Background: an optimization exercise with open tools, aiming at small area, a short achievable clock period and few clock cycles per item. Do not read the settings as production practice. RTL that was checked went through simulation tests only; none was proved equivalent to the original.

==> run G <==
==> flow/design.v <==
module cell_check (
    input  wire        clk,
    input  wire        rst,
    input  wire        in_valid,
    output wire        in_ready,
    input  wire [31:0] in_data,      
    input  wire [3:0]  in_stream,    
    output reg         res_valid,    
    output reg  [1:0]  res_kind,     
    output reg  [3:0]  res_stream,
    output reg  [15:0] res_lost      
);
    localparam [31:0] POLY_R = 32'hEDB8_8320;    
    localparam [31:0] HC     = 32'h76AD_8866;
    localparam [1023:0] FM = {32'h826880EF, 32'hC35CC098, 32'hE3C6E0A3, 32'h71E37051, 32'hBA9938C7, 32'hDF241C8C, 32'h6F920E46, 32'hB5A187CC, 32'hD8B84309, 32'h6C5C2184, 32'hB446902D, 32'hD84BC8F9, 32'hEE4D6493, 32'h7726B249, 32'h3B935924, 32'h1DC9AC92, 32'h8C8C56A6, 32'h46462B53, 32'h232315A9, 32'h11918AD4, 32'h08C8C56A, 32'h046462B5, 32'h805AB1B5, 32'hC245D835, 32'h6122EC1A, 32'h3091760D, 32'h9A203BE9, 32'h4D101DF4, 32'h26880EFA, 32'h1344077D, 32'h09A203BE, 32'h04D101DF};
    function [31:0] crc_shift32;
        input [31:0] x;
        integer j;
        begin
            for (j = 0; j < 32; j = j + 1)
                crc_shift32[j] = ^(x & FM[32*j +: 32]);
        end
    endfunction
    function [31:0] bswap;
        input [31:0] w;
        bswap = {w[7:0], w[15:8], w[23:16], w[31:24]};
    endfunction
    localparam [1:0] S_W0  = 2'd0,   
                     S_W1  = 2'd1,   
                     S_PRE = 2'd2,   
                     S_DAT = 2'd3;   
    reg  [1:0]  st;
    reg         rdy;         
    reg  [6:0]  wcnt;        
    reg  [31:0] cx;          
    reg         dec;         
    reg  [31:0] acc;         
    wire        take = in_valid & rdy_st;
    wire        last = (wcnt == 7'd66);
    reg         idle;
    reg  [15:0] seq;         
    reg  [3:0]  cs;          
    wire        rdy_st = (st == S_W0) || (st == S_DAT);
    assign in_ready = rdy;
    always @(posedge clk) begin
        if (st == S_W1)
            cx <= ~bswap({5'd0, acc[27:17], acc[7:0], in_data[31:24]});
        else if (st == S_PRE)
            cx <= crc_shift32(cx) ^ bswap(acc);
        else if (st == S_DAT && take)
            cx <= crc_shift32(cx) ^ (last ? ~in_data : bswap(in_data));
        if (st == S_PRE)
            wcnt <= 7'd0;
        else if (take)
            wcnt <= wcnt + 7'd1;
        dec <= 1'b0;
        rdy <= 1'b1;
        if (rst)
            st <= S_W0;
        else begin
            case (st)
            S_W0:
                if (take) begin
                    st  <= S_W1;
                    rdy <= 1'b0;
                end
            S_W1: begin
                rdy <= 1'b0;
                if (in_valid) st <= S_PRE;
            end
            S_PRE: st <= S_DAT;
            default:
                if (take && last) begin
                    st  <= S_W0;
                    dec <= 1'b1;
                end
            endcase
        end
    end
    reg  [16:0] ring [0:15];
    reg  [3:0]  head;
    reg  [15:0] lseq;        
    reg         lsync;
    reg  [3:0]  lid;
    reg         dirty;       
    wire        hit   = (head == lid);
    wire        fetch = (lid != cs) && !dirty && (head == cs);
    integer k;
    always @(posedge clk) begin
        ring[0] <= hit ? {lsync & ~rst, lseq} : {ring[15][16] & ~rst, ring[15][15:0]};
        for (k = 1; k < 16; k = k + 1)
            ring[k] <= {ring[k-1][16] & ~rst, ring[k-1][15:0]};
        head <= rst ? 4'd0 : head + 4'd1;
    end
    reg         dq;          
    wire [15:0] delta = idle ? seq : (lsync ? (lseq ^ seq) : 16'd0);
    wire [31:0] macc  = acc[0] ? ((acc >> 1) ^ POLY_R) : (acc >> 1);
    wire        hwin  = (wcnt[6:4] == 3'd3) || (wcnt == 7'd64);
    wire [3:0]  hcnt  = wcnt[3:0];
    always @(posedge clk) begin
        if (st == S_W0 && take)
            acc <= in_data;
        else if (st == S_DAT && take && hwin) begin
            dq  <= delta[{~hcnt[3], hcnt[2:0]}];
            acc <= (wcnt == 7'd48) ? 32'd0 : (macc ^ (dq ? HC : 32'd0));
        end
    end
    reg         ok_a, ok_b, dec2;
    wire [15:0] expv   = lsync ? lseq : seq;
    wire [15:0] exp1   = expv + 16'd1;
    wire [15:0] seq1   = seq + 16'd1;
    wire [15:0] nseq   = ok_a ? exp1 : seq1;
    wire        kind2  = !idle && !ok_a && ok_b;
    wire        upd    = dec2 && !idle && (ok_a || ok_b);
    always @(posedge clk) begin
        ok_a <= (cx == acc);                   
        ok_b <= (cx == 32'd0);                 
        dec2 <= dec & ~rst;
        if (rst) begin
            lsync <= 1'b0;
            dirty <= 1'b0;
            lid   <= 4'd0;
        end else if (upd) begin
            lseq  <= nseq;
            lsync <= 1'b1;
            dirty <= 1'b1;
        end else if (fetch) begin
            lseq  <= ring[15][15:0];
            lsync <= ring[15][16];
            lid   <= cs;
        end else if (hit)
            dirty <= 1'b0;
        if (st == S_PRE) begin
            cs   <= in_stream;
            seq  <= {acc[7:0], in_data[31:24]};
            idle <= (acc[31:28] == 4'd0);
        end
        res_valid  <= dec2 & ~rst;
        res_kind   <= idle ? (ok_a ? 2'd1 : 2'd3) : (ok_a ? 2'd0 : (ok_b ? 2'd2 : 2'd3));
        res_stream <= cs;
        res_lost   <= kind2 ? (seq - lseq) : 16'd0;
    end
endmodule
==> flow/flow/run.sh <==
#!/bin/bash
# Standard layout, with the timing repair aimed further below the clock period
# than the 5 ns SETUP_SLACK_MARGIN allows in config.mk, plain buffers on the
# ports and the clock tree settings below. Make's own output goes to make.log;
# each ORFS step writes its log under orfs/logs/.
set -euo pipefail
bash standard.sh 'BUFFER_PORTS_ARGS=-buffer_cell sky130_fd_sc_hd__buf_4' \
    'CTS_ARGS=-sink_clustering_enable -repair_clock_nets -sink_clustering_size 30 -sink_clustering_max_diameter 85 -buf_list sky130_fd_sc_hd__clkbuf_16 -dont_use_dummy_load' \
    SETUP_SLACK_MARGIN=5.6 finish > make.log 2>&1
==> flow/standard.sh <==
#!/bin/bash
# synth_recipe.tcl (not shown) runs the flow's synth.tcl, then flattens the netlist and writes it again
# the make line also repeats each setting of config.mk as NAME=value (left out here)
make -C /OpenROAD-flow-scripts/flow DESIGN_CONFIG=/design/flow/config.mk WORK_HOME=/design/flow/orfs CLKGATE_MAP_FILE= SYNTH_SCRIPT=/design/flow/synth_recipe.tcl "${@:-finish}"
==> flow/config.mk <==
export PLATFORM = sky130hd
export DESIGN_NAME = cell_check
export DESIGN_NICKNAME = cell_check
export VERILOG_FILES = /design/flow/design.v
export SDC_FILE = /design/flow/constraint.sdc
export NUM_CORES = 4
export LEC_CHECK = 0
export CAP_MARGIN = 20
export CORE_MARGIN = 2
export CORE_UTILIZATION = 40
export SLEW_MARGIN = 20
==> flow/constraint.sdc <==
create_clock -name core_clock -period 8.0 [get_ports {clk}]
set_input_delay 1.6000 -clock core_clock [delete_from_list [all_inputs] [get_ports {clk}]]
set_output_delay 1.6000 -clock core_clock [all_outputs]
set_load 0.01 [all_outputs]
==> inputs of run A, as changes to run G <==
--- a/flow/design.v
+++ b/flow/design.v
@@ -92,18 +92,34 @@
             ring[k] <= {ring[k-1][16] & ~rst, ring[k-1][15:0]};
         head <= rst ? 4'd0 : head + 4'd1;
     end
+    reg  [4:0]  hcnt;
+    reg         hbusy, hdone, hdr_ok;
     reg         dq;          
     wire [15:0] delta = idle ? seq : (lsync ? (lseq ^ seq) : 16'd0);
     wire [31:0] macc  = acc[0] ? ((acc >> 1) ^ POLY_R) : (acc >> 1);
-    wire        hwin  = (wcnt[6:4] == 3'd3) || (wcnt == 7'd64);
-    wire [3:0]  hcnt  = wcnt[3:0];
     always @(posedge clk) begin
         if (st == S_W0 && take)
             acc <= in_data;
-        else if (st == S_DAT && take && hwin) begin
-            dq  <= delta[{~hcnt[3], hcnt[2:0]}];
-            acc <= (wcnt == 7'd48) ? 32'd0 : (macc ^ (dq ? HC : 32'd0));
+        else if (hbusy)
+            acc <= (hcnt == 5'd0) ? 32'd0 : (macc ^ (dq ? HC : 32'd0));
+        if (rst || dec) begin
+            hbusy  <= 1'b0;
+            hdone  <= 1'b0;
+        end else if (!hbusy && !hdone && hdr_ok && lid == cs) begin
+            hbusy <= 1'b1;
+            hcnt  <= 5'd0;
+        end else if (hbusy) begin
+            dq   <= delta[{~hcnt[3], hcnt[2:0]}];
+            hcnt <= hcnt + 5'd1;
+            if (hcnt == 5'd16) begin
+                hbusy <= 1'b0;
+                hdone <= 1'b1;
+            end
         end
+        if (rst || dec)
+            hdr_ok <= 1'b0;
+        else if (st == S_PRE)
+            hdr_ok <= 1'b1;
     end
     reg         ok_a, ok_b, dec2;
     wire [15:0] expv   = lsync ? lseq : seq;
--- a/flow/flow/run.sh
+++ b/flow/flow/run.sh
@@ -5,5 +5,5 @@
 # each ORFS step writes its log under orfs/logs/.
 set -euo pipefail
 bash standard.sh 'BUFFER_PORTS_ARGS=-buffer_cell sky130_fd_sc_hd__buf_4' \
-    'CTS_ARGS=-sink_clustering_enable -repair_clock_nets -sink_clustering_size 30 -sink_clustering_max_diameter 85 -buf_list sky130_fd_sc_hd__clkbuf_16 -dont_use_dummy_load' \
+    'CTS_ARGS=-sink_clustering_enable -repair_clock_nets -sink_clustering_size 20 -sink_clustering_max_diameter 50 -buf_list sky130_fd_sc_hd__clkbuf_8 -dont_use_dummy_load' \
     SETUP_SLACK_MARGIN=5.6 finish > make.log 2>&1
--- a/flow/config.mk
+++ b/flow/config.mk
@@ -7,5 +7,6 @@
 export LEC_CHECK = 0
 export CAP_MARGIN = 20
 export CORE_MARGIN = 2
-export CORE_UTILIZATION = 40
+export CORE_UTILIZATION = 65
+export PLACE_DENSITY = 0.75
 export SLEW_MARGIN = 20
==> inputs of run K, as changes to run G <==
==> flow/flow/run.sh (replaced) <==
#!/bin/bash
# Standard layout, with the timing repair aimed further below the clock period
# than the 5 ns SETUP_SLACK_MARGIN allows in config.mk, plain buffers on the
# ports and the clock tree settings below. Make's own output goes to make.log;
# each ORFS step writes its log under orfs/logs/.
set -euo pipefail
bash standard.sh 'BUFFER_PORTS_ARGS=-buffer_cell sky130_fd_sc_hd__buf_4' \
    'CTS_ARGS=-sink_clustering_enable -repair_clock_nets -sink_clustering_size 28 -sink_clustering_max_diameter 70 -buf_list sky130_fd_sc_hd__clkbuf_16 -dont_use_dummy_load' \
    SETUP_SLACK_MARGIN=5.4 finish > make.log 2>&1
==> comparison table <==
quantity	run A	run K	run G
Fmax	0.381 GHz	0.388 GHz	0.389 GHz
Highest routed layer	met4	met4	met5
HPWL Detailed	26.3 mm	28.6 mm	27.9 mm
Number of tap instances	335	539	539
Status	no timing/DRC/antenna violations	no timing/DRC/antenna violations	no timing/DRC/antenna violations
Met2 track demand over resource	45.5%	27.4%	29.2%
Clk sinks	429	421	421
Number of global-route vias before repair	10400	9698	10100
Cell count after synthesis	1493	1478	1478
CP endpoint	res_lost[3]	cx[19]$_DFFE_PP_	res_kind[0]
Source-to-sink clock delay at the later pin of the worst-skew pair	560 ps	530 ps	540 ps
Routed met1 length	15.9 mm	19.1 mm	19.1 mm
Launching point of the worst reg2reg path	cx[30]$_DFFE_PP_	wcnt[0]$_SDFFE_PN0N_	cx[23]$_DFFE_PP_
Number of synthesized flops with an enable pin	107	102	102
Final non-filler cell total	1903	2074	2079
Global-route wire length before repair	60.9 mm	60.4 mm	62.3 mm
Required arrival time at the worst endpoint	6400 ps	8230 ps	6400 ps
Testbench counts of run G, summed over its fixed seeds: cycles 89,624, cells 1,280.
Testbench counts of run K, summed over its fixed seeds: cycles 89,624, cells 1,280.
No functional check of the RTL was part of run A.

[separate check: timing with driven ports]
Ports are ideal in the flow. The routed layouts listed here were re-timed in OpenROAD. Step 1 (the two cells are an assumption about what drives the block):
set clk [get_ports {clk}]
set_driving_cell -lib_cell sky130_fd_sc_hd__clkbuf_16 $clk
set_driving_cell -lib_cell sky130_fd_sc_hd__buf_2 [delete_from_list [all_inputs] $clk]
Step 2, shift: input delay + t, output delay - t, t = (earliest + latest rising clock arrival at the registers) / 2. This alone moves slack from input paths to output paths. a / b / c = ideal ports / drivers / drivers and shift; a / b = the first two.
run	t, ns	slack for setup (ns)	worst register clock-pin slew, ns
run G	0.559	5.428 / 5.376 / 5.039	0.12 / 0.12
run A	0.583	5.378 / 5.329 / 5.160	0.11 / 0.11
run K	0.564	5.422 / 5.375 / 4.954	0.10 / 0.10
After both steps every run listed still meets setup and hold. For run K, which loses most, drivers alone change the setup slack by -0.047 ns; drivers and shift together by -0.468 ns.
